This design comes from an exercise in tuning for small area and a short achievable clock period on the open sky130 flow, not from production work. Where RTL was checked, it was by simulation tests only, not by an equivalence proof against the original. Power figures rest on the tool's default switching activity, not on a simulated workload.

Setup of nickel:
Design vx_conv, start of the top module:
module vx_conv (
    input  wire        clk,
    input  wire        rst,         
    input  wire        in_valid,
    input  wire [3:0]  in_src_fmt,
    input  wire [3:0]  in_dst_fmt,
    input  wire        in_blk,      
    input  wire [7:0]  in_s1,       
    input  wire [31:0] in_s2,       
    input  wire [31:0] in_data,     
    output reg         out_valid,
    output reg  [31:0] out_data,    
    output reg         out_sat,     
    output reg         out_nan,     
    output reg         out_rsv,     
    output reg         out_scale_inv,  
    output reg         out_err      
);
export LEC_CHECK = 0
export ABC_AREA = 1
export ABC_CLOCK_PERIOD_IN_PS = 10000
export CAP_MARGIN = 20
export CORE_MARGIN = 2
export CORE_UTILIZATION = 40
export CTS_CLUSTER_DIAMETER = 100
export CTS_CLUSTER_SIZE = 30
export PLACE_DENSITY = 0.75
export SLEW_MARGIN = 20
export BUFFER_PORTS_ARGS = -buffer_cell sky130_fd_sc_hd__buf_1
create_clock -name core_clock -period 28.0 [get_ports {clk}]
standard.sh (not shown) runs the stock make flow with config.mk's settings and CLKGATE_MAP_FILE= SYNTH_SCRIPT=/design/flow/synth_recipe.tcl, a recipe that flattens the netlist after the stock synthesis.
==> flow/flow/run.sh <==
#!/bin/bash
# Layout flow: the standard flow (standard synthesis, floorplan, place,
# CTS, route), except that the port buffers that global placement inserts
# on every input and output are the small sky130_fd_sc_hd__buf_1 instead of
# the flow's default pick (a clkdlybuf4s50 delay cell).
# Each tool's full output is kept under orfs/logs/; the make output is in
# flow_make.log in this folder.
set -euo pipefail
echo 'export BUFFER_PORTS_ARGS = -buffer_cell sky130_fd_sc_hd__buf_1' >> config.mk
bash standard.sh finish > flow_make.log 2>&1
Inputs modified between nickel and pepper:
--- a/flow/design.v
+++ b/flow/design.v
@@ -209,78 +209,40 @@
         end else begin
             v_nan  = c_nan || s2_nan || (c_inf && s2_zero) || (s2_inf && c_zero);
             v_inf  = c_inf || s2_inf;
             v_sign = c_sign ^ r_w[31];
             v_zero = c_zero || s2_zero;
         end
     end
-    wire [6:0]  b_y = scaled ? b_n[6:0] : 7'd0;
-    wire [8:0]  by  = {1'b1, b_y, 1'b0};            
-    reg  [3:0]  bd_one, bd_two, bd_neg;
-    integer     bk;
-    always @* begin
-        for (bk = 0; bk < 4; bk = bk + 1) begin
-            bd_one[bk] = by[2*bk+1] ^ by[2*bk];
-            bd_two[bk] = (by[2*bk+2] & ~by[2*bk+1] & ~by[2*bk]) |
-                         (~by[2*bk+2] & by[2*bk+1] & by[2*bk]);
-            bd_neg[bk] = by[2*bk+2];
-        end
-    end
     reg        p2_valid;
     reg [22:0] p2_a;
-    reg [3:0]  p2_one, p2_two;    
-    reg [2:0]  p2_neg;
+    reg [6:0]  p2_b;
     reg signed [9:0] p2_k;
     reg [4:0]  p2_lza;
     reg [2:0]  p2_lzb;
     reg [3:0]  p2_dst;
     reg        p2_nan, p2_inf, p2_sign, p2_zero, p2_sinv, p2_rsv, p2_err;
     always @(posedge clk) begin
         if (rst) p2_valid <= 1'b0;
         else     p2_valid <= r_valid;
         p2_a    <= a_n[22:0];
-        p2_one  <= bd_one;
-        p2_two  <= bd_two;
-        p2_neg  <= bd_neg[2:0];
+        p2_b    <= scaled ? b_n[6:0] : 7'd0;
         p2_k    <= xk;
         p2_lza  <= lza;
         p2_lzb  <= lzb_x;
         p2_dst  <= r_dst;
         p2_nan  <= v_nan;
         p2_inf  <= v_inf;
         p2_sign <= v_sign;
         p2_zero <= v_zero;
         p2_sinv <= v_sinv;
         p2_rsv  <= c_rsv;
         p2_err  <= err;
     end
-    function [63:0] csa(input [31:0] u, input [31:0] v, input [31:0] w);
-        csa = {((u & v) | (u & w) | (v & w)) << 1, u ^ v ^ w};
-    endfunction
-    wire [23:0] bx = {1'b1, p2_a};
-    wire [3:0]  bneg = {1'b1, p2_neg};             
-    reg  [31:0] brow [0:3];
-    integer     bm;
-    always @* begin
-        for (bm = 0; bm < 4; bm = bm + 1) begin : booth
-            reg [24:0] sel;
-            sel = ({25{p2_one[bm]}} & {1'b0, bx}) | ({25{p2_two[bm]}} & {bx, 1'b0});
-            brow[bm] = {6'd0, ~bneg[bm], sel ^ {25{bneg[bm]}}} << (2*bm);
-        end
-    end
-    wire [31:0] pr0 = brow[0];
-    wire [31:0] pr1 = brow[1] | {31'd0, bneg[0]};
-    wire [31:0] pr2 = brow[2] | {29'd0, bneg[1], 2'd0};
-    wire [31:0] pr3 = brow[3] | {27'd0, bneg[2], 4'd0};
-    wire [31:0] pr4 = {bx, 8'd0} | {25'd0, bneg[3], 6'd0};
-    wire [63:0] pl1a = csa(pr0, pr1, pr2);
-    wire [63:0] pl1b = csa(pr3, pr4, 32'h56000000);
-    wire [63:0] pl2  = csa(pl1a[31:0], pl1a[63:32], pl1b[31:0]);
-    wire [63:0] pl3  = csa(pl2[31:0], pl2[63:32], pl1b[63:32]);
-    wire [31:0] prod = pl3[31:0] + pl3[63:32];
+    wire [31:0] prod = {1'b1, p2_a} * {1'b1, p2_b};
     wire        p31  = prod[31];
     wire [4:0]  t_mb =
         (p2_dst == F_FP32)  ? 5'd23 :
         (p2_dst == F_BF16 || p2_dst == F_INT8) ? 5'd7 :
         (p2_dst == F_FP16)  ? 5'd10 :
         (p2_dst == F_FP8E4 || p2_dst == F_INT4) ? 5'd3 :
         (p2_dst == F_FP8E5) ? 5'd2 :
--- outcome ---
The synthesized cell count in pepper sits 2.8% above the value recorded for nickel. Proportion of power drawn by combinational gates for pepper is lower than for nickel. In terms of insertion delay of the later-clocked pin in the worst-skew pair, nickel and pepper differ only marginally. Reported for nickel and pepper, number of detailed-routing iterations run before antenna repair turned out identical to the last digit. Wire length reported by the detailed router on pepper is ahead of nickel. Of the two candidates, nickel has the worse count of vias placed by the detailed router and pepper the better one. Looking at largest family of logic cells by synthesized area, the simple AND/OR/NAND/NOR gates result is from nickel; the adder cells one comes from pepper. No stage failed in pepper, and the final checks on the layout all came back clean. Against nickel, die span in x in pepper rose slightly. Placer congestion estimate (lower): pepper.
Function not checked in nickel: the RTL went through the layout flow alone.

[what the ideal ports hide]
The results above use ideal ports. As a check the final layouts listed here were re-extracted and re-timed, cells and wires unchanged. Step 1, drivers: a clkbuf_16 drives clk and a buf_2 each remaining input, both assumed. Step 2, shift: input delay + t, output delay - t, t = (earliest + latest rising clock arrival at the registers) / 2. This alone moves slack from input paths to output paths. Slacks: ideal ports / drivers / drivers and shift; pairs: ideal ports / drivers.
| run | shift t [ns] | slack for setup (ns) | worst setup path at the end | slew at the worst register clock pin (ns) | worst slew at a driven data input, ns |
|---|---|---|---|---|---|
| nickel | 0.545 | 21.389 / 21.334 / 21.001 | input to register | 0.11 / 0.11 | 0.04 |
| pepper | 0.545 | 21.425 / 21.367 / 20.984 | input to register | 0.11 / 0.11 | 0.04 |
After both steps every run listed still meets setup and hold. For pepper, which loses most, drivers alone change the setup slack by -0.058 ns; drivers and shift together by -0.441 ns.
